From an optimization exercise on the open Yosys and OpenROAD flow, aimed at small area, a short achievable clock period and few clock cycles per item; shortcuts taken in it are not production practice. Function was checked by simulation only, so behaviour that the tests miss may differ from the original.

<file path="design.v">
module gf128_mul (
    input  wire [6:0] a,
    input  wire [6:0] b,
    output wire [6:0] p
);
    reg [12:0] prod;
    reg [12:0] red;
    integer i;
    always @* begin
        prod = 13'd0;
        for (i = 0; i < 7; i = i + 1)
            if (b[i]) prod = prod ^ ({6'd0, a} << i);
        red = prod;
        for (i = 12; i >= 7; i = i - 1)
            if (red[i]) red = red ^ (13'b0000010001001 << (i - 7));
    end
    assign p = red[6:0];
endmodule
module gf128_inv (
    input  wire [6:0] a,
    output reg  [6:0] y
);
    always @* begin
        case (a)
        7'd0: y = 7'd0;
        7'd1: y = 7'd1;
        7'd2: y = 7'd17;
        7'd3: y = 7'd24;
        7'd4: y = 7'd19;
        7'd5: y = 7'd82;
        7'd6: y = 7'd3;
        7'd7: y = 7'd122;
        7'd8: y = 7'd49;
        7'd9: y = 7'd56;
        7'd10: y = 7'd40;
        7'd11: y = 7'd33;
        7'd12: y = 7'd51;
        7'd13: y = 7'd4;
        7'd14: y = 7'd45;
        7'd15: y = 7'd71;
        7'd16: y = 7'd23;
        7'd17: y = 7'd36;
        7'd18: y = 7'd7;
        7'd19: y = 7'd88;
        7'd20: y = 7'd5;
        7'd21: y = 7'd44;
        7'd22: y = 7'd21;
        7'd23: y = 7'd96;
        7'd24: y = 7'd53;
        7'd25: y = 7'd30;
        7'd26: y = 7'd68;
        7'd27: y = 7'd100;
        7'd28: y = 7'd80;
        7'd29: y = 7'd46;
        7'd30: y = 7'd127;
        7'd31: y = 7'd103;
        7'd32: y = 7'd117;
        7'd33: y = 7'd18;
        7'd34: y = 7'd64;
        7'd35: y = 7'd115;
        7'd36: y = 7'd119;
        7'd37: y = 7'd38;
        7'd38: y = 7'd11;
        7'd39: y = 7'd47;
        7'd40: y = 7'd85;
        7'd41: y = 7'd124;
        7'd42: y = 7'd65;
        7'd43: y = 7'd2;
        7'd44: y = 7'd87;
        7'd45: y = 7'd58;
        7'd46: y = 7'd12;
        7'd47: y = 7'd110;
        7'd48: y = 7'd83;
        7'd49: y = 7'd93;
        7'd50: y = 7'd101;
        7'd51: y = 7'd86;
        7'd52: y = 7'd76;
        7'd53: y = 7'd62;
        7'd54: y = 7'd72;
        7'd55: y = 7'd66;
        7'd56: y = 7'd10;
        7'd57: y = 7'd90;
        7'd58: y = 7'd99;
        7'd59: y = 7'd79;
        7'd60: y = 7'd120;
        7'd61: y = 7'd81;
        7'd62: y = 7'd123;
        7'd63: y = 7'd31;
        7'd64: y = 7'd91;
        7'd65: y = 7'd26;
        7'd66: y = 7'd32;
        7'd67: y = 7'd28;
        7'd68: y = 7'd8;
        7'd69: y = 7'd73;
        7'd70: y = 7'd61;
        7'd71: y = 7'd111;
        7'd72: y = 7'd121;
        7'd73: y = 7'd22;
        7'd74: y = 7'd98;
        7'd75: y = 7'd14;
        7'd76: y = 7'd50;
        7'd77: y = 7'd109;
        7'd78: y = 7'd114;
        7'd79: y = 7'd54;
        7'd80: y = 7'd95;
        7'd81: y = 7'd16;
        7'd82: y = 7'd75;
        7'd83: y = 7'd70;
        7'd84: y = 7'd25;
        7'd85: y = 7'd39;
        7'd86: y = 7'd34;
        7'd87: y = 7'd106;
        7'd88: y = 7'd125;
        7'd89: y = 7'd92;
        7'd90: y = 7'd37;
        7'd91: y = 7'd113;
        7'd92: y = 7'd69;
        7'd93: y = 7'd29;
        7'd94: y = 7'd107;
        7'd95: y = 7'd52;
        7'd96: y = 7'd57;
        7'd97: y = 7'd112;
        7'd98: y = 7'd94;
        7'd99: y = 7'd43;
        7'd100: y = 7'd89;
        7'd101: y = 7'd105;
        7'd102: y = 7'd108;
        7'd103: y = 7'd78;
        7'd104: y = 7'd77;
        7'd105: y = 7'd55;
        7'd106: y = 7'd97;
        7'd107: y = 7'd59;
        7'd108: y = 7'd9;
        7'd109: y = 7'd20;
        7'd110: y = 7'd42;
        7'd111: y = 7'd102;
        7'd112: y = 7'd35;
        7'd113: y = 7'd67;
        7'd114: y = 7'd41;
        7'd115: y = 7'd6;
        7'd116: y = 7'd63;
        7'd117: y = 7'd74;
        7'd118: y = 7'd126;
        7'd119: y = 7'd84;
        7'd120: y = 7'd15;
        7'd121: y = 7'd118;
        7'd122: y = 7'd27;
        7'd123: y = 7'd104;
        7'd124: y = 7'd60;
        7'd125: y = 7'd48;
        7'd126: y = 7'd116;
        7'd127: y = 7'd13;
        default: y = 7'd0;
        endcase
    end
endmodule
module ecc80_enc (
    input  wire [63:0] d,
    output wire [13:0] r,
    output wire        pd1,
    output wire        pd2
);
    wire e0 = d[5] ^ d[14];
    wire e1 = d[13] ^ d[43];
    wire e2 = d[22] ^ d[61];
    wire e3 = d[44] ^ d[46];
    wire e4 = d[23] ^ d[62];
    wire e5 = d[31] ^ d[50];
    wire e6 = d[24] ^ d[30];
    wire e7 = d[25] ^ d[26];
    wire e8 = d[0] ^ d[37];
    wire e9 = d[17] ^ d[59];
    wire e10 = d[1] ^ d[38];
    wire e11 = d[33] ^ d[47];
    wire e12 = d[29] ^ d[32];
    wire e13 = d[18] ^ d[53];
    wire e14 = d[27] ^ d[48];
    wire e15 = d[2] ^ d[11];
    wire e16 = d[54] ^ d[63];
    wire e17 = d[3] ^ d[12];
    wire e18 = d[6] ^ d[42];
    wire e19 = d[4] ^ d[9];
    wire e20 = d[28] ^ e2;
    wire e21 = d[60] ^ e4;
    wire e22 = e5 ^ e6;
    wire e23 = d[7] ^ d[35];
    wire e24 = d[10] ^ d[39];
    wire e25 = d[16] ^ d[58];
    wire e26 = d[49] ^ d[57];
    wire e27 = d[15] ^ d[41];
    wire e28 = d[8] ^ e1;
    wire e29 = d[45] ^ e0;
    wire e30 = d[40] ^ e8;
    wire e31 = d[55] ^ e12;
    wire e32 = e3 ^ e18;
    wire e33 = e7 ^ e22;
    wire e34 = d[52] ^ d[56];
    wire e35 = d[51] ^ e14;
    wire e36 = d[20] ^ e9;
    wire e37 = d[36] ^ e15;
    wire e38 = d[34] ^ e10;
    wire e39 = e11 ^ e23;
    wire e40 = e21 ^ e26;
    wire e41 = e16 ^ e33;
    wire e42 = d[19] ^ d[21];
    wire e43 = d[2] ^ d[56];
    wire e44 = d[14] ^ d[41];
    wire e45 = d[3] ^ e13;
    wire e46 = e0 ^ e19;
    wire e47 = e17 ^ e24;
    wire e48 = e9 ^ e20;
    wire e49 = e27 ^ e37;
    wire e50 = e19 ^ e38;
    wire e51 = e28 ^ e29;
    wire e52 = e30 ^ e39;
    wire e53 = d[47] ^ e41;
    wire e54 = d[19] ^ d[34];
    wire e55 = d[45] ^ d[46];
    wire e56 = d[23] ^ d[25];
    wire e57 = d[37] ^ d[55];
    wire e58 = d[39] ^ d[63];
    wire e59 = d[27] ^ d[38];
    wire e60 = d[4] ^ d[7];
    wire e61 = d[21] ^ d[60];
    wire e62 = d[18] ^ d[44];
    wire e63 = d[17] ^ d[26];
    wire e64 = d[29] ^ e3;
    wire e65 = d[5] ^ e10;
    wire e66 = d[54] ^ e2;
    wire e67 = d[36] ^ e60;
    wire e68 = d[1] ^ e7;
    wire e69 = d[24] ^ e34;
    wire e70 = d[49] ^ e63;
    wire e71 = d[42] ^ e11;
    wire e72 = e14 ^ e25;
    wire e73 = e16 ^ e55;
    wire e74 = e17 ^ e57;
    wire e75 = e44 ^ e56;
    wire e76 = e25 ^ e34;
    wire e77 = d[30] ^ e35;
    wire e78 = d[22] ^ e30;
    wire e79 = d[58] ^ e31;
    wire e80 = d[32] ^ e32;
    wire e81 = d[43] ^ e29;
    wire e82 = e13 ^ e64;
    wire e83 = e20 ^ e43;
    wire e84 = e4 ^ e45;
    wire e85 = e35 ^ e36;
    wire e86 = d[50] ^ e51;
    wire e87 = d[57] ^ e48;
    wire e88 = d[0] ^ e50;
    wire e89 = e24 ^ e40;
    wire e90 = e40 ^ e42;
    wire e91 = d[10] ^ e53;
    wire e92 = d[15] ^ d[33];
    wire e93 = d[39] ^ d[6];
    wire e94 = d[9] ^ e54;
    wire e95 = e8 ^ e92;
    wire e96 = e93 ^ e94;
    wire e97 = e95 ^ e77;
    wire e98 = e82 ^ e96;
    wire e99 = e86 ^ e87;
    wire e100 = e97 ^ e98;
    assign r[0] = e100 ^ e99;
    wire e101 = d[52] ^ d[53];
    wire e102 = e101 ^ e5;
    wire e103 = e102 ^ e28;
    wire e104 = e36 ^ e65;
    wire e105 = e66 ^ e72;
    wire e106 = e103 ^ e104;
    wire e107 = e105 ^ e52;
    wire e108 = e106 ^ e107;
    assign r[1] = e89 ^ e108;
    wire e109 = d[27] ^ d[33];
    wire e110 = e1 ^ e109;
    wire e111 = e6 ^ e110;
    wire e112 = e65 ^ e73;
    wire e113 = e111 ^ e112;
    wire e114 = e49 ^ e78;
    wire e115 = e79 ^ e113;
    wire e116 = e114 ^ e90;
    assign r[2] = e115 ^ e116;
    wire e117 = d[20] ^ d[59];
    wire e118 = e11 ^ e117;
    wire e119 = e25 ^ e58;
    wire e120 = e118 ^ e119;
    wire e121 = e22 ^ e32;
    wire e122 = e38 ^ e74;
    wire e123 = e75 ^ e120;
    wire e124 = e121 ^ e122;
    wire e125 = e83 ^ e123;
    assign r[3] = e124 ^ e125;
    wire e126 = d[8] ^ e42;
    wire e127 = e59 ^ e126;
    wire e128 = e21 ^ e45;
    wire e129 = e46 ^ e127;
    wire e130 = e128 ^ e33;
    wire e131 = e52 ^ e80;
    wire e132 = e83 ^ e129;
    wire e133 = e130 ^ e131;
    assign r[4] = e132 ^ e133;
    wire e134 = d[13] ^ d[32];
    wire e135 = e10 ^ e134;
    wire e136 = e3 ^ e44;
    wire e137 = e8 ^ e135;
    wire e138 = e136 ^ e36;
    wire e139 = e67 ^ e137;
    wire e140 = e138 ^ e84;
    wire e141 = e139 ^ e140;
    assign r[5] = e141 ^ e91;
    wire e142 = d[53] ^ e1;
    wire e143 = e15 ^ e61;
    wire e144 = e142 ^ e143;
    wire e145 = e31 ^ e32;
    wire e146 = e144 ^ e145;
    wire e147 = e146 ^ e87;
    wire e148 = e88 ^ e147;
    assign r[6] = e53 ^ e148;
    wire e149 = d[31] ^ e43;
    wire e150 = e62 ^ e149;
    wire e151 = e21 ^ e39;
    wire e152 = e47 ^ e66;
    wire e153 = e68 ^ e150;
    wire e154 = e151 ^ e152;
    wire e155 = e77 ^ e79;
    wire e156 = e81 ^ e153;
    wire e157 = e154 ^ e155;
    assign r[7] = e156 ^ e157;
    wire e158 = d[43] ^ d[51];
    wire e159 = e158 ^ e5;
    wire e160 = e58 ^ e159;
    wire e161 = e31 ^ e37;
    wire e162 = e46 ^ e69;
    wire e163 = e70 ^ e160;
    wire e164 = e161 ^ e162;
    wire e165 = e78 ^ e84;
    wire e166 = e163 ^ e164;
    assign r[8] = e165 ^ e166;
    wire e167 = d[40] ^ d[48];
    wire e168 = e12 ^ e167;
    wire e169 = e168 ^ e28;
    wire e170 = e47 ^ e69;
    wire e171 = e73 ^ e75;
    wire e172 = e169 ^ e170;
    wire e173 = e171 ^ e48;
    wire e174 = e172 ^ e173;
    assign r[9] = e88 ^ e174;
    wire e175 = d[13] ^ d[35];
    wire e176 = d[40] ^ d[55];
    wire e177 = e15 ^ e175;
    wire e178 = e176 ^ e27;
    wire e179 = e6 ^ e177;
    wire e180 = e178 ^ e46;
    wire e181 = e68 ^ e71;
    wire e182 = e179 ^ e180;
    wire e183 = e181 ^ e82;
    wire e184 = e182 ^ e183;
    assign r[10] = e89 ^ e184;
    wire e185 = d[40] ^ d[56];
    wire e186 = d[61] ^ e17;
    wire e187 = e18 ^ e185;
    wire e188 = e54 ^ e186;
    wire e189 = e187 ^ e72;
    wire e190 = e188 ^ e189;
    wire e191 = e49 ^ e81;
    wire e192 = e190 ^ e191;
    assign r[11] = e192 ^ e91;
    wire e193 = d[11] ^ d[16];
    wire e194 = d[28] ^ d[31];
    wire e195 = d[4] ^ d[62];
    wire e196 = e1 ^ e193;
    wire e197 = e194 ^ e195;
    wire e198 = e23 ^ e26;
    wire e199 = e27 ^ e7;
    wire e200 = e196 ^ e197;
    wire e201 = e198 ^ e199;
    wire e202 = e74 ^ e200;
    wire e203 = e201 ^ e80;
    wire e204 = e85 ^ e202;
    assign r[12] = e203 ^ e204;
    wire e205 = d[12] ^ d[28];
    wire e206 = d[63] ^ e12;
    wire e207 = e205 ^ e59;
    wire e208 = e61 ^ e62;
    wire e209 = e206 ^ e207;
    wire e210 = e208 ^ e67;
    wire e211 = e70 ^ e71;
    wire e212 = e76 ^ e209;
    wire e213 = e210 ^ e211;
    wire e214 = e212 ^ e213;
    assign r[13] = e86 ^ e214;
    wire e215 = e32 ^ e47;
    wire e216 = e215 ^ e49;
    wire e217 = e50 ^ e51;
    wire e218 = e52 ^ e216;
    assign pd1 = e217 ^ e218;
    wire e219 = e13 ^ e20;
    wire e220 = e31 ^ e76;
    wire e221 = e219 ^ e220;
    wire e222 = e85 ^ e221;
    wire e223 = e41 ^ e90;
    assign pd2 = e222 ^ e223;
endmodule
module ecc80_dec_a (
    input  wire        op,              
    input  wire        volatile_frame,
    input  wire [63:0] d,
    input  wire [15:0] c,
    input  wire [13:0] r,               
    input  wire        pd1,             
    input  wire        pd2,             
    output wire [15:0] cbase,           
    output wire        p1raw,           
    output wire        p2raw,           
    output wire [6:0]  s1,
    output wire [6:0]  u,
    output wire        s3z,
    output wire        marker
);
    wire [13:0] rv = r ^ c[13:0];
    wire [6:0]  s3, t;
    wire sx0 = rv[7] ^ rv[11];
    wire sx1 = rv[9] ^ rv[13];
    wire sx2 = rv[8] ^ rv[12];
    wire sx3 = rv[3] ^ rv[10];
    wire sx4 = rv[6] ^ rv[10];
    wire sx5 = rv[5] ^ rv[9];
    wire sx6 = rv[4] ^ rv[8];
    wire sx7 = rv[8] ^ sx0;
    assign s1[0] = rv[0] ^ sx0;
    assign s1[1] = rv[1] ^ sx2;
    assign s1[2] = rv[2] ^ sx1;
    assign s1[3] = sx0 ^ sx3;
    wire sx8 = rv[11] ^ rv[4];
    assign s1[4] = sx2 ^ sx8;
    wire sx9 = rv[12] ^ rv[5];
    assign s1[5] = sx1 ^ sx9;
    assign s1[6] = rv[13] ^ sx4;
    wire sx10 = rv[0] ^ rv[10];
    wire sx11 = rv[7] ^ sx10;
    assign s3[0] = sx5 ^ sx11;
    wire sx12 = rv[13] ^ rv[5];
    assign s3[1] = sx12 ^ sx6;
    wire sx13 = sx1 ^ sx3;
    assign s3[2] = sx13 ^ sx7;
    wire sx14 = rv[1] ^ rv[6];
    wire sx15 = sx14 ^ sx5;
    assign s3[3] = sx15 ^ sx7;
    wire sx16 = rv[6] ^ sx1;
    assign s3[4] = sx6 ^ sx16;
    wire sx17 = rv[12] ^ rv[13];
    wire sx18 = rv[3] ^ rv[4];
    wire sx19 = rv[7] ^ sx17;
    assign s3[5] = sx18 ^ sx19;
    wire sx20 = rv[2] ^ rv[7];
    wire sx21 = rv[9] ^ sx2;
    wire sx22 = sx20 ^ sx4;
    assign s3[6] = sx21 ^ sx22;
    gf128_inv u_t (.a(s1), .y(t));
    gf128_mul u_u (.a(s3), .b(t), .p(u));
    assign s3z = (s3 == 7'd0);
    assign cbase[13:0] = op ? c[13:0] : r;
    wire   q           = pd2 ^ ^cbase[13:0];
    assign cbase[14]   = op ? c[14] : pd1;
    assign cbase[15]   = op ? c[15] : q;
    assign p1raw       = pd1 ^ c[14];
    assign p2raw       = q ^ c[15];
    assign marker      = op && volatile_frame && (d == 64'd0) && (c == 16'hC000);
endmodule
module ecc80_dec_b (
    input  wire        op,
    input  wire        marker,
    input  wire [63:0] d,
    input  wire [15:0] cbase,
    input  wire        p1raw,
    input  wire        p2raw,
    input  wire [6:0]  s1,
    input  wire [6:0]  u,
    input  wire        s3z,
    output wire [63:0] d_out,
    output wire [15:0] c_out,
    output wire [1:0]  ncorr,
    output wire        uncorr
);
    wire [6:0]  y, x1, x2;
    wire        tru;
    wire [77:0] fix;
    reg         hit1, hit2, g1x1, g1x2;
    gf128_mul u_x1 (.a(s1), .b(y), .p(x1));
    assign x2 = x1 ^ s1;
    assign y[0] = 1'b0;
    assign y[1] = u[2] ^ u[3] ^ u[4] ^ u[6];
    assign y[2] = u[3] ^ u[4] ^ u[6];
    assign y[3] = u[5] ^ u[6];
    assign y[4] = u[1] ^ u[2] ^ u[4];
    assign y[5] = u[3] ^ u[5] ^ u[6];
    assign y[6] = u[3] ^ u[6];
    assign tru = u[0];
    wire [7:0]  h1, h2, h1u, h2u;
    wire [15:0] l1, l2;
    genvar gk;
    generate for (gk = 0; gk < 8; gk = gk + 1) begin : g_hi
        assign h1u[gk] = (x1[6:4] == gk);
        assign h2u[gk] = (x2[6:4] == gk);
    end endgenerate
    generate for (gk = 0; gk < 16; gk = gk + 1) begin : g_lo
        assign l1[gk] = (x1[3:0] == gk);
        assign l2[gk] = (x2[3:0] == gk);
    end endgenerate
    assign h1 = h1u & {8{en}};
    assign h2 = h2u & {8{en}};
    assign fix[0] = (h1[0] & l1[1]) | (h2[0] & l2[1]);
    assign fix[1] = (h1[0] & l1[2]) | (h2[0] & l2[2]);
    assign fix[2] = (h1[0] & l1[4]) | (h2[0] & l2[4]);
    assign fix[3] = (h1[0] & l1[8]) | (h2[0] & l2[8]);
    assign fix[4] = (h1[1] & l1[0]) | (h2[1] & l2[0]);
    assign fix[5] = (h1[2] & l1[0]) | (h2[2] & l2[0]);
    assign fix[6] = (h1[4] & l1[0]) | (h2[4] & l2[0]);
    assign fix[7] = (h1[0] & l1[9]) | (h2[0] & l2[9]);
    assign fix[8] = (h1[1] & l1[2]) | (h2[1] & l2[2]);
    assign fix[9] = (h1[2] & l1[4]) | (h2[2] & l2[4]);
    assign fix[10] = (h1[4] & l1[8]) | (h2[4] & l2[8]);
    assign fix[11] = (h1[1] & l1[9]) | (h2[1] & l2[9]);
    assign fix[12] = (h1[3] & l1[2]) | (h2[3] & l2[2]);
    assign fix[13] = (h1[6] & l1[4]) | (h2[6] & l2[4]);
    assign fix[14] = (h1[4] & l1[1]) | (h2[4] & l2[1]);
    assign fix[15] = (h1[0] & l1[11]) | (h2[0] & l2[11]);
    assign fix[16] = (h1[1] & l1[6]) | (h2[1] & l2[6]);
    assign fix[17] = (h1[2] & l1[12]) | (h2[2] & l2[12]);
    assign fix[18] = (h1[5] & l1[8]) | (h2[5] & l2[8]);
    assign fix[19] = (h1[3] & l1[9]) | (h2[3] & l2[9]);
    assign fix[20] = (h1[7] & l1[2]) | (h2[7] & l2[2]);
    assign fix[21] = (h1[6] & l1[13]) | (h2[6] & l2[13]);
    assign fix[22] = (h1[5] & l1[3]) | (h2[5] & l2[3]);
    assign fix[23] = (h1[2] & l1[15]) | (h2[2] & l2[15]);
    assign fix[24] = (h1[5] & l1[14]) | (h2[5] & l2[14]);
    assign fix[25] = (h1[3] & l1[5]) | (h2[3] & l2[5]);
    assign fix[26] = (h1[6] & l1[10]) | (h2[6] & l2[10]);
    assign fix[27] = (h1[5] & l1[13]) | (h2[5] & l2[13]);
    assign fix[28] = (h1[3] & l1[3]) | (h2[3] & l2[3]);
    assign fix[29] = (h1[6] & l1[6]) | (h2[6] & l2[6]);
    assign fix[30] = (h1[4] & l1[5]) | (h2[4] & l2[5]);
    assign fix[31] = (h1[0] & l1[3]) | (h2[0] & l2[3]);
    assign fix[32] = (h1[0] & l1[6]) | (h2[0] & l2[6]);
    assign fix[33] = (h1[0] & l1[12]) | (h2[0] & l2[12]);
    assign fix[34] = (h1[1] & l1[8]) | (h2[1] & l2[8]);
    assign fix[35] = (h1[3] & l1[0]) | (h2[3] & l2[0]);
    assign fix[36] = (h1[6] & l1[0]) | (h2[6] & l2[0]);
    assign fix[37] = (h1[4] & l1[9]) | (h2[4] & l2[9]);
    assign fix[38] = (h1[1] & l1[11]) | (h2[1] & l2[11]);
    assign fix[39] = (h1[3] & l1[6]) | (h2[3] & l2[6]);
    assign fix[40] = (h1[6] & l1[12]) | (h2[6] & l2[12]);
    assign fix[41] = (h1[5] & l1[1]) | (h2[5] & l2[1]);
    assign fix[42] = (h1[2] & l1[11]) | (h2[2] & l2[11]);
    assign fix[43] = (h1[5] & l1[6]) | (h2[5] & l2[6]);
    assign fix[44] = (h1[2] & l1[5]) | (h2[2] & l2[5]);
    assign fix[45] = (h1[4] & l1[10]) | (h2[4] & l2[10]);
    assign fix[46] = (h1[1] & l1[13]) | (h2[1] & l2[13]);
    assign fix[47] = (h1[3] & l1[10]) | (h2[3] & l2[10]);
    assign fix[48] = (h1[7] & l1[4]) | (h2[7] & l2[4]);
    assign fix[49] = (h1[6] & l1[1]) | (h2[6] & l2[1]);
    assign fix[50] = (h1[4] & l1[11]) | (h2[4] & l2[11]);
    assign fix[51] = (h1[1] & l1[15]) | (h2[1] & l2[15]);
    assign fix[52] = (h1[3] & l1[14]) | (h2[3] & l2[14]);
    assign fix[53] = (h1[7] & l1[12]) | (h2[7] & l2[12]);
    assign fix[54] = (h1[7] & l1[1]) | (h2[7] & l2[1]);
    assign fix[55] = (h1[6] & l1[11]) | (h2[6] & l2[11]);
    assign fix[56] = (h1[5] & l1[15]) | (h2[5] & l2[15]);
    assign fix[57] = (h1[3] & l1[7]) | (h2[3] & l2[7]);
    assign fix[58] = (h1[6] & l1[14]) | (h2[6] & l2[14]);
    assign fix[59] = (h1[5] & l1[5]) | (h2[5] & l2[5]);
    assign fix[60] = (h1[2] & l1[3]) | (h2[2] & l2[3]);
    assign fix[61] = (h1[4] & l1[6]) | (h2[4] & l2[6]);
    assign fix[62] = (h1[0] & l1[5]) | (h2[0] & l2[5]);
    assign fix[63] = (h1[0] & l1[10]) | (h2[0] & l2[10]);
    assign fix[64] = (h1[1] & l1[4]) | (h2[1] & l2[4]);
    assign fix[65] = (h1[2] & l1[8]) | (h2[2] & l2[8]);
    assign fix[66] = (h1[5] & l1[0]) | (h2[5] & l2[0]);
    assign fix[67] = (h1[2] & l1[9]) | (h2[2] & l2[9]);
    assign fix[68] = (h1[5] & l1[2]) | (h2[5] & l2[2]);
    assign fix[69] = (h1[2] & l1[13]) | (h2[2] & l2[13]);
    assign fix[70] = (h1[5] & l1[10]) | (h2[5] & l2[10]);
    assign fix[71] = (h1[3] & l1[13]) | (h2[3] & l2[13]);
    assign fix[72] = (h1[7] & l1[10]) | (h2[7] & l2[10]);
    assign fix[73] = (h1[7] & l1[13]) | (h2[7] & l2[13]);
    assign fix[74] = (h1[7] & l1[3]) | (h2[7] & l2[3]);
    assign fix[75] = (h1[6] & l1[15]) | (h2[6] & l2[15]);
    assign fix[76] = (h1[5] & l1[7]) | (h2[5] & l2[7]);
    assign fix[77] = (h1[2] & l1[7]) | (h2[2] & l2[7]);
    always @* begin
        case (x1)
        7'd1: hit1 = 1'b1;
        7'd2: hit1 = 1'b1;
        7'd3: hit1 = 1'b1;
        7'd4: hit1 = 1'b1;
        7'd5: hit1 = 1'b1;
        7'd6: hit1 = 1'b1;
        7'd8: hit1 = 1'b1;
        7'd9: hit1 = 1'b1;
        7'd10: hit1 = 1'b1;
        7'd11: hit1 = 1'b1;
        7'd12: hit1 = 1'b1;
        7'd16: hit1 = 1'b1;
        7'd18: hit1 = 1'b1;
        7'd20: hit1 = 1'b1;
        7'd22: hit1 = 1'b1;
        7'd24: hit1 = 1'b1;
        7'd25: hit1 = 1'b1;
        7'd27: hit1 = 1'b1;
        7'd29: hit1 = 1'b1;
        7'd31: hit1 = 1'b1;
        7'd32: hit1 = 1'b1;
        7'd35: hit1 = 1'b1;
        7'd36: hit1 = 1'b1;
        7'd37: hit1 = 1'b1;
        7'd39: hit1 = 1'b1;
        7'd40: hit1 = 1'b1;
        7'd41: hit1 = 1'b1;
        7'd43: hit1 = 1'b1;
        7'd44: hit1 = 1'b1;
        7'd45: hit1 = 1'b1;
        7'd47: hit1 = 1'b1;
        7'd48: hit1 = 1'b1;
        7'd50: hit1 = 1'b1;
        7'd51: hit1 = 1'b1;
        7'd53: hit1 = 1'b1;
        7'd54: hit1 = 1'b1;
        7'd55: hit1 = 1'b1;
        7'd57: hit1 = 1'b1;
        7'd58: hit1 = 1'b1;
        7'd61: hit1 = 1'b1;
        7'd62: hit1 = 1'b1;
        7'd64: hit1 = 1'b1;
        7'd65: hit1 = 1'b1;
        7'd69: hit1 = 1'b1;
        7'd70: hit1 = 1'b1;
        7'd72: hit1 = 1'b1;
        7'd73: hit1 = 1'b1;
        7'd74: hit1 = 1'b1;
        7'd75: hit1 = 1'b1;
        7'd80: hit1 = 1'b1;
        7'd81: hit1 = 1'b1;
        7'd82: hit1 = 1'b1;
        7'd83: hit1 = 1'b1;
        7'd85: hit1 = 1'b1;
        7'd86: hit1 = 1'b1;
        7'd87: hit1 = 1'b1;
        7'd88: hit1 = 1'b1;
        7'd90: hit1 = 1'b1;
        7'd93: hit1 = 1'b1;
        7'd94: hit1 = 1'b1;
        7'd95: hit1 = 1'b1;
        7'd96: hit1 = 1'b1;
        7'd97: hit1 = 1'b1;
        7'd100: hit1 = 1'b1;
        7'd102: hit1 = 1'b1;
        7'd106: hit1 = 1'b1;
        7'd107: hit1 = 1'b1;
        7'd108: hit1 = 1'b1;
        7'd109: hit1 = 1'b1;
        7'd110: hit1 = 1'b1;
        7'd111: hit1 = 1'b1;
        7'd113: hit1 = 1'b1;
        7'd114: hit1 = 1'b1;
        7'd115: hit1 = 1'b1;
        7'd116: hit1 = 1'b1;
        7'd122: hit1 = 1'b1;
        7'd124: hit1 = 1'b1;
        7'd125: hit1 = 1'b1;
        default: hit1 = 1'b0;
        endcase
    end
    always @* begin
        case (x2)
        7'd1: hit2 = 1'b1;
        7'd2: hit2 = 1'b1;
        7'd3: hit2 = 1'b1;
        7'd4: hit2 = 1'b1;
        7'd5: hit2 = 1'b1;
        7'd6: hit2 = 1'b1;
        7'd8: hit2 = 1'b1;
        7'd9: hit2 = 1'b1;
        7'd10: hit2 = 1'b1;
        7'd11: hit2 = 1'b1;
        7'd12: hit2 = 1'b1;
        7'd16: hit2 = 1'b1;
        7'd18: hit2 = 1'b1;
        7'd20: hit2 = 1'b1;
        7'd22: hit2 = 1'b1;
        7'd24: hit2 = 1'b1;
        7'd25: hit2 = 1'b1;
        7'd27: hit2 = 1'b1;
        7'd29: hit2 = 1'b1;
        7'd31: hit2 = 1'b1;
        7'd32: hit2 = 1'b1;
        7'd35: hit2 = 1'b1;
        7'd36: hit2 = 1'b1;
        7'd37: hit2 = 1'b1;
        7'd39: hit2 = 1'b1;
        7'd40: hit2 = 1'b1;
        7'd41: hit2 = 1'b1;
        7'd43: hit2 = 1'b1;
        7'd44: hit2 = 1'b1;
        7'd45: hit2 = 1'b1;
        7'd47: hit2 = 1'b1;
        7'd48: hit2 = 1'b1;
        7'd50: hit2 = 1'b1;
        7'd51: hit2 = 1'b1;
        7'd53: hit2 = 1'b1;
        7'd54: hit2 = 1'b1;
        7'd55: hit2 = 1'b1;
        7'd57: hit2 = 1'b1;
        7'd58: hit2 = 1'b1;
        7'd61: hit2 = 1'b1;
        7'd62: hit2 = 1'b1;
        7'd64: hit2 = 1'b1;
        7'd65: hit2 = 1'b1;
        7'd69: hit2 = 1'b1;
        7'd70: hit2 = 1'b1;
        7'd72: hit2 = 1'b1;
        7'd73: hit2 = 1'b1;
        7'd74: hit2 = 1'b1;
        7'd75: hit2 = 1'b1;
        7'd80: hit2 = 1'b1;
        7'd81: hit2 = 1'b1;
        7'd82: hit2 = 1'b1;
        7'd83: hit2 = 1'b1;
        7'd85: hit2 = 1'b1;
        7'd86: hit2 = 1'b1;
        7'd87: hit2 = 1'b1;
        7'd88: hit2 = 1'b1;
        7'd90: hit2 = 1'b1;
        7'd93: hit2 = 1'b1;
        7'd94: hit2 = 1'b1;
        7'd95: hit2 = 1'b1;
        7'd96: hit2 = 1'b1;
        7'd97: hit2 = 1'b1;
        7'd100: hit2 = 1'b1;
        7'd102: hit2 = 1'b1;
        7'd106: hit2 = 1'b1;
        7'd107: hit2 = 1'b1;
        7'd108: hit2 = 1'b1;
        7'd109: hit2 = 1'b1;
        7'd110: hit2 = 1'b1;
        7'd111: hit2 = 1'b1;
        7'd113: hit2 = 1'b1;
        7'd114: hit2 = 1'b1;
        7'd115: hit2 = 1'b1;
        7'd116: hit2 = 1'b1;
        7'd122: hit2 = 1'b1;
        7'd124: hit2 = 1'b1;
        7'd125: hit2 = 1'b1;
        default: hit2 = 1'b0;
        endcase
    end
    always @* begin
        case (x1)
        7'd11: g1x1 = 1'b1;
        7'd22: g1x1 = 1'b1;
        7'd31: g1x1 = 1'b1;
        7'd35: g1x1 = 1'b1;
        7'd44: g1x1 = 1'b1;
        7'd47: g1x1 = 1'b1;
        7'd51: g1x1 = 1'b1;
        7'd53: g1x1 = 1'b1;
        7'd55: g1x1 = 1'b1;
        7'd57: g1x1 = 1'b1;
        7'd58: g1x1 = 1'b1;
        7'd62: g1x1 = 1'b1;
        7'd65: g1x1 = 1'b1;
        7'd70: g1x1 = 1'b1;
        7'd75: g1x1 = 1'b1;
        7'd83: g1x1 = 1'b1;
        7'd85: g1x1 = 1'b1;
        7'd88: g1x1 = 1'b1;
        7'd93: g1x1 = 1'b1;
        7'd94: g1x1 = 1'b1;
        7'd95: g1x1 = 1'b1;
        7'd97: g1x1 = 1'b1;
        7'd102: g1x1 = 1'b1;
        7'd106: g1x1 = 1'b1;
        7'd107: g1x1 = 1'b1;
        7'd109: g1x1 = 1'b1;
        7'd110: g1x1 = 1'b1;
        7'd113: g1x1 = 1'b1;
        7'd114: g1x1 = 1'b1;
        7'd116: g1x1 = 1'b1;
        7'd124: g1x1 = 1'b1;
        default: g1x1 = 1'b0;
        endcase
    end
    always @* begin
        case (x2)
        7'd11: g1x2 = 1'b1;
        7'd22: g1x2 = 1'b1;
        7'd31: g1x2 = 1'b1;
        7'd35: g1x2 = 1'b1;
        7'd44: g1x2 = 1'b1;
        7'd47: g1x2 = 1'b1;
        7'd51: g1x2 = 1'b1;
        7'd53: g1x2 = 1'b1;
        7'd55: g1x2 = 1'b1;
        7'd57: g1x2 = 1'b1;
        7'd58: g1x2 = 1'b1;
        7'd62: g1x2 = 1'b1;
        7'd65: g1x2 = 1'b1;
        7'd70: g1x2 = 1'b1;
        7'd75: g1x2 = 1'b1;
        7'd83: g1x2 = 1'b1;
        7'd85: g1x2 = 1'b1;
        7'd88: g1x2 = 1'b1;
        7'd93: g1x2 = 1'b1;
        7'd94: g1x2 = 1'b1;
        7'd95: g1x2 = 1'b1;
        7'd97: g1x2 = 1'b1;
        7'd102: g1x2 = 1'b1;
        7'd106: g1x2 = 1'b1;
        7'd107: g1x2 = 1'b1;
        7'd109: g1x2 = 1'b1;
        7'd110: g1x2 = 1'b1;
        7'd113: g1x2 = 1'b1;
        7'd114: g1x2 = 1'b1;
        7'd116: g1x2 = 1'b1;
        7'd124: g1x2 = 1'b1;
        default: g1x2 = 1'b0;
        endcase
    end
    wire s1z   = (s1 == 7'd0);
    wire one   = !s1z && (u == 7'd1);           
    wire gpar  = g1x1 ^ g1x2;                   
    wire p1    = p1raw ^ gpar;                  
    wire p2    = p2raw ^ gpar ^ one;            
    wire ok    = s1z ? s3z :
                 one ? (hit2 && !(p1 && p2)) :
                       (tru && hit1 && hit2 && !p1 && !p2);
    wire [1:0] nbch = s1z ? 2'd0 : one ? 2'd1 : 2'd2;
    wire en    = op && ok && !marker;
    assign d_out       = d ^ fix[77:14];
    assign c_out[13:0] = cbase[13:0] ^ fix[13:0];
    assign c_out[14]   = cbase[14] ^ (en && p1);
    assign c_out[15]   = cbase[15] ^ (en && p2);
    assign ncorr       = en ? nbch + {1'b0, p1} + {1'b0, p2} : 2'd0;
    assign uncorr      = op && !marker && !ok;
endmodule
module ecc80_codec (
    input  wire        clk,
    input  wire        rst,
    input  wire        in_valid,
    output wire        in_ready,
    input  wire        in_op,           
    input  wire        in_volatile,     
    input  wire [63:0] in_data,
    input  wire [15:0] in_check,        
    output reg         out_valid,
    output reg  [63:0] out_data,
    output reg  [15:0] out_check,
    output reg  [1:0]  out_ncorr,
    output reg         out_uncorr,
    output reg         out_marker
);
    assign in_ready = 1'b1;
    reg        r_valid;
    reg        r_op;
    reg        r_volatile;
    reg [63:0] r_data;
    reg [15:0] r_check;
    always @(posedge clk) begin
        if (rst) r_valid <= 1'b0;
        else     r_valid <= in_valid;
        r_op       <= in_op;
        r_volatile <= in_volatile;
        r_data     <= in_data;
        r_check    <= in_check;
    end
    wire [13:0] rem;
    wire        pd1, pd2;
    wire [15:0] a_cbase;
    wire        a_p1raw, a_p2raw, a_s3z, a_marker;
    wire [6:0]  a_s1, a_u;
    ecc80_enc u_enc (
        .d   (r_data),
        .r   (rem),
        .pd1 (pd1),
        .pd2 (pd2)
    );
    ecc80_dec_a u_dec_a (
        .op             (r_op),
        .volatile_frame (r_volatile),
        .d              (r_data),
        .c              (r_check),
        .r              (rem),
        .pd1            (pd1),
        .pd2            (pd2),
        .cbase          (a_cbase),
        .p1raw          (a_p1raw),
        .p2raw          (a_p2raw),
        .s1             (a_s1),
        .u              (a_u),
        .s3z            (a_s3z),
        .marker         (a_marker)
    );
    reg        m_valid;
    reg        m_op;
    reg        m_marker;
    reg [63:0] m_data;
    reg [15:0] m_cbase;
    reg        m_p1raw, m_p2raw, m_s3z;
    reg [6:0]  m_s1, m_u;
    always @(posedge clk) begin
        if (rst) m_valid <= 1'b0;
        else     m_valid <= r_valid;
        m_op     <= r_op;
        m_marker <= a_marker;
        m_data   <= r_data;
        m_cbase  <= a_cbase;
        m_p1raw  <= a_p1raw;
        m_p2raw  <= a_p2raw;
        m_s3z    <= a_s3z;
        m_s1     <= a_s1;
        m_u      <= a_u;
    end
    wire [63:0] res_data;
    wire [15:0] res_check;
    wire [1:0]  res_ncorr;
    wire        res_uncorr;
    ecc80_dec_b u_dec_b (
        .op     (m_op),
        .marker (m_marker),
        .d      (m_data),
        .cbase  (m_cbase),
        .p1raw  (m_p1raw),
        .p2raw  (m_p2raw),
        .s1     (m_s1),
        .u      (m_u),
        .s3z    (m_s3z),
        .d_out  (res_data),
        .c_out  (res_check),
        .ncorr  (res_ncorr),
        .uncorr (res_uncorr)
    );
    always @(posedge clk) begin
        if (rst) out_valid <= 1'b0;
        else     out_valid <= m_valid;
        out_data   <= res_data;
        out_check  <= res_check;
        out_ncorr  <= res_ncorr;
        out_uncorr <= res_uncorr;
        out_marker <= m_marker;
    end
endmodule
</file>
<file path="config.mk">
export PLATFORM = sky130hd
export DESIGN_NAME = ecc80_codec
export DESIGN_NICKNAME = ecc80_codec
export VERILOG_FILES = /design/flow/design.v
export SDC_FILE = /design/flow/constraint.sdc
export NUM_CORES = 4
export LEC_CHECK = 0
export CAP_MARGIN = 20
export CORE_MARGIN = 2
export CORE_UTILIZATION = 65
export CTS_BUF_LIST = sky130_fd_sc_hd__clkbuf_8
export CTS_CLUSTER_DIAMETER = 80
export CTS_CLUSTER_SIZE = 20
export SLEW_MARGIN = 20
export SYNTH_HIERARCHICAL = 1
</file>
<file path="flow/run.sh">
#!/bin/bash
# The standard layout (the standard.sh, all steps), with the port buffers
# that ORFS inserts at placement made of sky130_fd_sc_hd__buf_1 cells.
set -euo pipefail
export BUFFER_PORTS_ARGS="-buffer_cell sky130_fd_sc_hd__buf_1"
bash standard.sh > standard.log 2>&1
</file>
<file path="constraint.sdc">
create_clock -name core_clock -period 32.0 [get_ports {clk}]
set_input_delay 6.4000 -clock core_clock [delete_from_list [all_inputs] [get_ports {clk}]]
set_output_delay 6.4000 -clock core_clock [all_outputs]
set_load 0.01 [all_outputs]
</file>
<file path="standard.sh">
#!/bin/bash
# synth_recipe.tcl (not shown) runs the flow's synth.tcl, then flattens the netlist and writes it again
# the make line also repeats each setting of config.mk as NAME=value (left out here)
make -C /OpenROAD-flow-scripts/flow DESIGN_CONFIG=/design/flow/config.mk WORK_HOME=/design/flow/orfs CLKGATE_MAP_FILE= SYNTH_SCRIPT=/design/flow/synth_recipe.tcl "${@:-finish}"
</file>
==> flow_metrics.tcl, run 1 <==
set metrics [dict create \
    status "complete, no violations" \
    hold_class "flop to flop" \
    grt_start_max_net_pins 83 \
    regArea_mm2 0.00537 \
    cp.required_ns 25.60 \
    post-route-util_pct 70.3 \
    die-area_mm2 0.0255 \
    clockBufferDepth 3 \
    vias_per_cell 6.19 \
    max_freq_mhz 134 \
    grt_first_pass_wirelength_mm 69.4 \
    synth_cell_type_count 90 \
    cts_tree "done" \
    yosysWarnings 10 \
    ant_nets 0 \
    numPlacedInstances 2003 \
    cpPeakStageDelay_ns 0.34 \
    worstHoldPathCells 0 \
    cp-end-kind "output pin" \
    num_rows 57 \
    antenna_found_initial 0 \
    initial_core_util_pct 65.4 \
    synth_area_leaders "dfxtp_1, xnor2_1, xnor3_1, xor2_1, nand2_1" \
    drt_iter0_drc 1851 \
    chipWidth_um 160 \
    clock_latency_ns 0.57 \
    routedWlPerCell_um 22.7 \
    path_max_fanout 1 \
    crit_start "out_data[29]" \
    cts_max_level 1 \
    core_mm2 0.0241 \
    nFillCells 1945 \
    area_growth_pct 7.46 \
    routed_wl_mm 46.0 \
    crit_cells 1 \
    instances_no_fill 2029 \
    crit_family "flip-flops" \
    syn_area_per_cell_um2 10.0 \
    setup_viol 0 \
    period_share_pct 23.4 \
    cts_sinks 268 \
    max-cap-violations 0 \
    hold_path.startpoint "m_marker" \
    ctsHoldBuffers 0 \
    synth_top_area_cell "dfxtp_1" \
    dr.pass1.iters 6 \
    start_kind "flop" \
    grt_util_all_layers_pct 35.2 \
    cts-buffers-inserted 19 \
    fin_tns_setup_ns 0 \
    ys_ff_latch 268 \
    synth_flop_cell "dfxtp_1" \
    layout_common_cells "dfxtp_1, xnor2_1, buf_1, nand2_1, nand3_1" \
    rr_worst_depth 18 \
    multi_input_area_mm2 0.0100 \
    finalHoldViolCount 0 \
    cts_resized 0 \
    grt_pass1_vias 11763 \
    cp_cell_sequence "buf_1" \
    synth-edff-count 0 \
    vias 12550 \
    nets 1807 \
    period_needed_ns 7.48 \
    ios 171 \
    cp_slowest_cell "dfxtp_1" \
    grt-ovfl-total 0 \
    max_slew_margin_pct 23.8 \
    cts.clk_slew.worst_paths_ns 0.12 \
    route.detailed.drc 0 \
    synth_cells 1571 \
    drv_slew 0 \
    place_congestion 1.00 \
    cts_setup_buffers 0 \
    synth_top_area_share_pct 34.0 \
    r2r-start "m_u[2]" \
    yosysSeqAreaShare_pct 34.0 \
    rsz0062_at_grt "no" \
    cp.arrival_ns 1.08 \
    syn_area_mm2 0.0158 \
    drive_gt1_share_pct 6.57 \
    worst_pin_slew_ns 1.14 \
    crit_buf_inv 1 \
    worstSetupPathType "flop to output pin" \
    cts-root-buf "clkbuf_8" \
    io_buffers 169 \
    fin_skew_ns 0.0404 \
    final_common_cell "dfxtp_1" \
    hpwl_mm 34.8 \
    antenna_cells 0 \
    die_h_um 160 \
    synthArstFlopShare_pct 0 \
]
[flip-flops by register name, indices dropped and copies added (netlist names), 2 cells and up]
signal	flops
m_s1	7
out_check	16
m_data	64
out_data	64
r_data	64
r_check	16
m_cbase	16
out_ncorr	2
m_u	7
[synth_stat cells, types with 6 or more instances]
cell	instances
clkbuf_1	30
buf_1	8
nor3_1	36
xnor3_1	73
nand3_1	76
dfxtp_1	268
mux2_2	19
mux2i_1	17
a21oi_1	36
buf_2	33
xor2_1	74
a31oi_1	6
o22ai_1	55
a311oi_1	8
o31ai_1	7
inv_1	21
a221oi_1	6
nand2b_1	13
a211oi_1	12
nor4_1	20
nand2_1	167
nor2_1	73
xor2_2	7
nor2b_1	19
xnor2_1	257
xor3_1	14
xnor2_2	7
o32ai_1	6
o21ai_0	26
o211ai_1	30
nand4_1	8
nand3b_1	6
ha_1	22
[metal layers]
layer / vias up / GRT usage [%] / wire (µm)
li1: 5701 / - / -
met1: 5923 / 50.3 / 19200
met2: 805 / 54.4 / 20400
met3: 121 / 7.45 / 5060
met4: 0 / 9.87 / 1450
met5: - / 0 / 0
[metrics by stage]
step	worst slack, ns	instance area [µm²]	hold slack [ns]
2_1_floorplan	25.27	15800	0.344
3_3_place_gp	25.12	16600	0.401
3_5_place_dp	25.12	16600	0.408
4_1_cts	24.51	17000	0.425
5_1_grt	24.47	17000	0.423
6_report	24.52	17000	0.417
[path summary, 6_finish.rpt]
path	to	slack, ns
setup reg to reg	out_check[12]	24.91
hold / removal	out_marker	0.42
hold reg to reg	out_marker	0.42
setup / recovery	out_data[29]	24.52
[area by class of cell]
class | count | area share [%]
Timing Repair Buffer | 184 | 4.41
Multi-Input combinational cell | 1200 | 59.0
Sequential cell | 268 | 31.7
Tap cell | 324 | 2.39
Clock buffer | 19 | 1.54
Inverter | 27 | 0.598
Clock inverter | 7 | 0.435
[per-module statistics from Yosys (local to each module, per instance)]
| module | flip-flops and latches | times used |
|---|---|---|
| ecc80_codec | 268 | 1 |
| ecc80_dec_b | 0 | 1 |
| ecc80_enc | 0 | 1 |
| gf128_inv | 0 | 1 |
| ecc80_dec_a | 0 | 1 |
| gf128_mul | 0 | 2 |
[cells by family (layout without fill, tap and decap cells)]
logic type,after synthesis,after routing,share of synthesized area (%)
other,2,8,0.0476
flip-flops,268,268,34.0
adder cells (fa/ha/maj),22,22,1.74
XOR/XNOR,440,440,33.6
AND/OR/NAND/NOR,452,452,13.7
buffers and inverters,109,237,3.17
AO/OA/AOI/OAI,236,236,10.6
multiplexers,42,42,3.17
Testbench counts, summed over its fixed seeds: cycles 16,024, words 16,000.
==> run 2: changes to the inputs <==
--- a/config.mk
+++ b/config.mk
@@ -9,7 +9,7 @@
 export CORE_MARGIN = 2
 export CORE_UTILIZATION = 65
-export CTS_BUF_LIST = sky130_fd_sc_hd__clkbuf_8
-export CTS_CLUSTER_DIAMETER = 80
-export CTS_CLUSTER_SIZE = 20
+export CTS_BUF_LIST = sky130_fd_sc_hd__clkbuf_16
+export CTS_CLUSTER_DIAMETER = 120
+export CTS_CLUSTER_SIZE = 30
 export SLEW_MARGIN = 20
 export SYNTH_HIERARCHICAL = 1
==> run 2 against run 1 <==
  * Still clean
  * Sequential cell count is the same
  * Largest cell class unchanged
  * Fmax grew 0.89%
  * Non-clock buffer count is the same
  * Worst hold slack gained 0.0020 ns
  * Synthesized cell count is the same
==> flow_metrics.tcl, run 2 <==
set metrics [dict create \
    worstSetupPathType "flop to output pin" \
    area_growth_pct 7.68 \
    dr.pass1.iters 8 \
    largestRegisters "m_data: 64 flops, out_data: 64 flops, r_data: 64 flops" \
    post-route-util_pct 70.5 \
    max-cap-violations 0 \
    grt_first_pass_wirelength_mm 69.2 \
    setup_viol 0 \
    path_max_fanout 1 \
    rr_worst_depth 18 \
    fin_tns_setup_ns 0 \
    synth_common_cells "dfxtp_1, xnor2_1, nand2_1" \
    die_h_um 160 \
    ant_nets 0 \
    cts_sinks 268 \
    fin_ws_ns 24.58 \
    antenna_found_initial 0 \
    rr_endpoint "out_check[12]" \
    grt_pass1_vias 11716 \
    yosysSeqAreaShare_pct 34.0 \
    route.detailed.drc 0 \
    initial_core_util_pct 65.4 \
    synth_flop_cell "dfxtp_1" \
    period_needed_ns 7.42 \
    rrSetupSlack_ns 24.96 \
    r2r-start "m_u[2]" \
    period_share_pct 23.2 \
    min_to "out_marker" \
    syn_area_per_cell_um2 10.0 \
    synth_cell_type_count 90 \
    cts_setup_buffers 0 \
    synth_cells 1571 \
    cts-buffers-inserted 13 \
    syn_area_mm2 0.0158 \
    layout_common_cells "dfxtp_1, xnor2_1, buf_1, nand2_1, nand3_1" \
    dp_slack_ns 25.12 \
    synth-edff-count 0 \
    synthArstFlopShare_pct 0 \
    hold_class "flop to flop" \
    cp_slowest_cell "dfxtp_1" \
    post-synth-top-count-cell "dfxtp_1" \
    vias_per_cell 6.19 \
    final_common_cell "dfxtp_1" \
    drt_iter0_drc 1813 \
    grt-ovfl-total 0 \
    fin_skew_ns 0.0245 \
    nets 1801 \
    hpwl_mm 34.8 \
    routedWlPerCell_um 22.8 \
    cts_tree "done" \
    cp_cell_sequence "buf_1" \
    cp.required_ns 25.60 \
    status "complete, no violations" \
    rsz0062_at_grt "no" \
    synth_area_leaders "dfxtp_1, xnor2_1, xnor3_1, xor2_1, nand2_1" \
    drv_slew 0 \
    chipWidth_um 160 \
    worst_pin_slew_ns 1.12 \
    max_slew_margin_pct 24.9 \
    grt_start_max_net_pins 83 \
    cts.clk_slew.worst_paths_ns 0.11 \
    cts_resized 0 \
    ctsHoldBuffers 0 \
    worstHoldPathCells 0 \
    clockBufferDepth 3 \
    max_freq_mhz 135 \
    start_kind "flop" \
    hold_path.startpoint "m_marker" \
    clock_latency_ns 0.51 \
    cp-end-kind "output pin" \
    grt_util_all_layers_pct 35.2 \
    ios 171 \
    cpPeakStageDelay_ns 0.34 \
    antenna_cells 0 \
    cp.arrival_ns 1.02 \
    cts_max_level 1 \
    crit_family "flip-flops" \
    ys_ff_latch 268 \
    drive_gt1_share_pct 6.14 \
    routed_wl_mm 46.1 \
    io_buffers 169 \
    synth_top_area_share_pct 34.0 \
    crit_buf_inv 1 \
    synth_top_area_cell "dfxtp_1" \
    num_rows 57 \
    die-area_mm2 0.0255 \
    core_mm2 0.0241 \
    finalHoldViolCount 0 \
    cts-root-buf "clkbuf_16" \
    vias 12498 \
    yosysWarnings 10 \
    place_congestion 1.00 \
]
==> run 2: layout make-up <==
type	count	area (µm²)
clock inverters	3	45.0
fillers	1927	7120
clock buffers	13	325
multi-input cells	1200	10000
repair buffers	184	747
flip-flops and latches	268	5370
inverters	27	101
well taps	324	405
==> run 2: logic make-up after synthesis <==
| logic type | count (synthesis) | synth area share [%] |
|---|---|---|
| simple gates | 452 | 13.7 |
| xor+xnor | 440 | 33.6 |
| flops | 268 | 34.0 |
| compound gates | 236 | 10.6 |
| buf+inv | 109 | 3.17 |
| mux | 42 | 3.17 |
| fa+ha+maj | 22 | 1.74 |
| other cells | 2 | 0.0476 |
==> run 2: routing by layer <==
layer | track usage [%] | vias up | wire length (µm) | share of wire, %
li1 | - | 5679 | - | -
met1 | 50.8 | 5930 | 19100 | 41
met2 | 54.3 | 771 | 20400 | 44
met3 | 6.21 | 118 | 4970 | 11
met4 | 10.6 | 0 | 1590 | 3.4
met5 | 0 | - | 0 | 0
==> run 2: modules after synthesis (local to each module, per instance) <==
module       area [µm²]  cells inside  times used  flops+latches
gf128_inv          1600           253           1              0
ecc80_dec_b        3590           549           1              0
ecc80_enc          2700           194           1              0
ecc80_codec        5400           273           1            268
ecc80_dec_a        1120           118           1              0
gf128_mul           686            92           2              0
==> run 2: worst max path at each step <==
stage                            start      endpoint  cells past startpoint
after detailed placement  out_data[61]  out_data[61]                      1
after floorplan           out_check[0]  out_check[0]                      0
final                     out_data[29]  out_data[29]                      1
after global routing      out_data[61]  out_data[61]                      1
after CTS                 out_data[61]  out_data[61]                      1
after global placement    out_data[61]  out_data[61]                      1
==> run 2: metrics by stage <==
stage / hold slack, ns / instance area (µm²) / cells
3_5_place_dp: 0.408 / 16600 / 2003
4_1_cts: 0.423 / 17000 / 2019
2_1_floorplan: 0.344 / 15800 / 1577
5_1_grt: 0.424 / 17000 / 2019
3_3_place_gp: 0.401 / 16600 / 2003
6_report: 0.419 / 17000 / 2019

==> port drivers added, routing unchanged <==
Ports are ideal in the flow. The routed layouts listed here were re-timed in OpenROAD. Step 1, drivers: a clkbuf_16 drives clk and a buf_2 each remaining input, both assumed. Step 2, shift: input delay + t, output delay - t, t = (earliest + latest rising clock arrival at the registers) / 2. This alone moves slack from input paths to output paths. Slacks: ideal ports / drivers / drivers and shift; pairs: ideal ports / drivers.
run	shift t [ns]	setup slack, ns	cell pins on the clock port's net
run 1	0.599	24.517 / 24.469 / 24.907	1
run 2	0.544	24.583 / 24.533 / 24.965	1
After both steps every run listed still meets setup and hold.
